Source: an optimization exercise on an open RTL-to-GDS flow (aim: small area and a short achievable clock period). Production flows keep margins and buffers that such runs may drop. Only simulation tests tie the RTL to the original design; equivalence was not proved. Power and IR drop assume default switching activity.

==> inputs of branch yarrow <==
Design crane_dot4, start of the top module:
module crane_dot4 (
    input  wire         clk,
    input  wire         rst,
    input  wire         in_valid,
    input  wire         in_acc,
    input  wire [9:0]   in_anchor,
    input  wire [2:0]   in_wfmt,
    input  wire [2:0]   in_xfmt,
    input  wire         in_wmx,
    input  wire         in_xmx,
    input  wire [7:0]   in_wscale,
    input  wire [7:0]   in_xscale,
    input  wire [31:0]  in_w,
    input  wire [31:0]  in_x,
    output reg          out_valid,
    output wire [127:0] out_acc,
    output wire         out_ovf,
    output wire         out_inx,
    output wire         out_nf
);
    localparam G  = 3;                  
    localparam LW = 72;                 
    localparam SW = 74;                 
    wire [8:0] wctl_in, xctl_in;
    crane_fmt_ctl u_wctl (.fmt(in_wfmt), .ctl(wctl_in));
    crane_fmt_ctl u_xctl (.fmt(in_xfmt), .ctl(xctl_in));
    wire [7:0] ws_in = in_wmx ? in_wscale : 8'd127;
    wire [7:0] xs_in = in_xmx ? in_xscale : 8'd127;
    reg        v0, acc0, nan0;
    reg [9:0]  a0;
    reg [8:0]  wctl, xctl;
    reg [7:0]  ws0, xs0;        
    reg [31:0] w0, x0;
    always @(posedge clk) begin
        v0    <= in_valid & ~rst;
        acc0  <= in_acc;
        a0    <= in_anchor;
        wctl  <= wctl_in;
        xctl  <= xctl_in;
        ws0   <= ws_in;
        xs0   <= xs_in;
        nan0  <= (ws_in == 8'hff) | (xs_in == 8'hff);
        w0    <= in_w;
        x0    <= in_x;
    end
    wire [4:0] w_ne = {wctl[4], wctl[3], wctl[6] & wctl[1], wctl[0], wctl[3] | wctl[0] | wctl[7]};
    wire [4:0] x_ne = {xctl[4], xctl[3], xctl[6] & xctl[1], xctl[0], xctl[3] | xctl[0] | xctl[7]};
    wire [5:0] nsum0 = {1'b0, w_ne} + {1'b0, x_ne};
    wire [11:0] ca0 = {4'd0, ws0};
    wire [11:0] ca1 = {4'd0, xs0};
    wire [11:0] ca2 = ~{{2{a0[9]}}, a0};
    wire [11:0] ca3 = ~{6'd0, nsum0};
    wire [11:0] ca4 = 12'hf64;                  
    wire [11:0] xs_0, xc_0, xs_1, xc_1, xs_2, xc_2;
    crane_csa #(12) u_cc0 (ca0, ca1, ca2, xs_0, xc_0);
    crane_csa #(12) u_cc1 (xs_0, xc_0, ca3, xs_1, xc_1);
    crane_csa #(12) u_cc2 (xs_1, xc_1, ca4, xs_2, xc_2);
    wire [11:0] c_sum;
    crane_add #(12, 1) u_cadd (xs_2, xc_2, 1'b0, c_sum);
  ...
export LEC_CHECK = 0
export ABC_AREA = 1
export CAP_MARGIN = 20
export CORE_MARGIN = 2
export CORE_UTILIZATION = 65
export CTS_BUF_LIST = sky130_fd_sc_hd__clkbuf_4 sky130_fd_sc_hd__clkbuf_8
export PLACE_DENSITY = 0.75
export SLEW_MARGIN = 20
create_clock -name core_clock -period 24.0 [get_ports {clk}]
standard.sh (not shown) runs the stock make flow with config.mk's settings and CLKGATE_MAP_FILE= SYNTH_SCRIPT=/design/flow/synth_recipe.tcl, a recipe that flattens the netlist after the stock synthesis.
==> flow/flow/run.sh <==
#!/bin/bash
# Layout flow: the standard layout (standard.sh) with two changes to how
# it is made, none to the constraints it is measured against:
#  - the ports are buffered by the smallest plain buffer instead of the
#    delay buffer ORFS picks by default (every port still gets a buffer);
#  - ORFS's timing repair aims for more setup slack than the default, so
#    that it works on the paths that set the achieved period.
# The full output of the make run goes to flow_make.log in the work folder.
set -euo pipefail
export BUFFER_PORTS_ARGS="-buffer_cell sky130_fd_sc_hd__buf_1"
export SETUP_SLACK_MARGIN=16.5
bash standard.sh finish > flow_make.log 2>&1
==> branch harbor: changes against branch yarrow <==
--- a/flow/flow/run.sh
+++ b/flow/flow/run.sh
@@ -10,3 +10,3 @@
 export BUFFER_PORTS_ARGS="-buffer_cell sky130_fd_sc_hd__buf_1"
-export SETUP_SLACK_MARGIN=16.5
+export SETUP_SLACK_MARGIN=17.8
 bash standard.sh finish > flow_make.log 2>&1
TNS_END_PERCENT = 5   (was unset)
==> branch ember: changes against branch yarrow <==
--- a/flow/flow/run.sh
+++ b/flow/flow/run.sh
@@ -10,3 +10,3 @@
 export BUFFER_PORTS_ARGS="-buffer_cell sky130_fd_sc_hd__buf_1"
-export SETUP_SLACK_MARGIN=16.5
+export SETUP_SLACK_MARGIN=17.8
 bash standard.sh finish > flow_make.log 2>&1
ABC_AREA = unset   (was 1)
TNS_END_PERCENT = 5   (was unset)
==> comparison table <==
quantity	branch harbor	branch ember	branch yarrow
Result of the run	no timing/DRC/antenna violations	no timing/DRC/antenna violations	no timing/DRC/antenna violations
Cell internal pwr	3100 uW	3420 uW	3060 uW
Power consumed by the clock network	799 uW	849 uW	800 uW
Total instance count after detailed placement	8701	7116	8701
Routed wire length on met2	88800 um	79900 um	87700 um
Global-route total usage across every layer	0.469	0.430	0.470
Number of cells on the worst reg-to-reg path	24	26	28
Number of signal-net inverters in the final layout	1301	614	1297
WP data arrival	6.86 ns	6.95 ns	7.86 ns
Commonest non-fill, non-tap cell in the layout	sky130_fd_sc_hd__nand2_1	sky130_fd_sc_hd__inv_1	sky130_fd_sc_hd__nand2_1
CP peak stage delay	0.56 ns	0.49 ns	0.55 ns
Biggest fanout along the worst timing path	15	7	77
TritonRoute pass-1 iters	9	9	8
Switch Pwr	4220 uW	3910 uW	4170 uW
Start point of the critical path	wctl[2]	wctl[1]	cc2[2]
Largest voltage drop on the vdd net	0.0731 mV	0.0786 mV	0.0733 mV
Vias in the first global route	51.5k	45.7k	51.2k
Layout area overhead	7.98%	13.1%	5.98%
Leakage power	0.0297 uW	0.0274 uW	0.0294 uW
PnR worst setup slack	17.82 ns	17.63 ns	16.81 ns
Capture endpoint of the worst hold path	cc2[2]	cc2[3]	cc2[2]
Total nets after synthesis	8683	7109	8683
Multi-input combinational cell area	0.0380 mm2	0.0394 mm2	0.0375 mm2
Count of routing violations after the opening detailed-route iteration	5889	4851	5870
Number of different library cells in the post-synthesis netlist	61	100	61
Number of instances in the synthesized netlist	7651	6077	7651
Worst-path cell with the longest stage delay	sky130_fd_sc_hd__fa_1	sky130_fd_sc_hd__fa_1	sky130_fd_sc_hd__nand2_1

## what the ideal ports hide
The flow's constraints put no driver on any port. The routed layouts listed below were extracted and timed again, unchanged, in two steps.
Step 1 assumes that a clkbuf_16 drives the clock port and a buf_2 every other input.
Step 2 moves the port delays by t, midway between the first and last clock arrival at a register: inputs arrive t later, outputs are due t later. That takes back most of the time a late clock gives input paths.
a / b / c = ideal / step 1 / step 2; a / b = the first two.
run	shift t [ns]	setup slack, ns	worst setup path after step 2	slew at the worst register clock pin (ns)	worst data-port slew with drivers (ns)
branch yarrow	0.832	16.814 / 16.814 / 16.814	register to register	0.07 / 0.07	0.07
branch harbor	0.828	17.824 / 17.788 / 17.824	register to register	0.07 / 0.07	0.06
branch ember	0.794	17.626 / 17.626 / 17.626	register to register	0.09 / 0.09	0.10
After both steps every run listed still meets setup and hold.
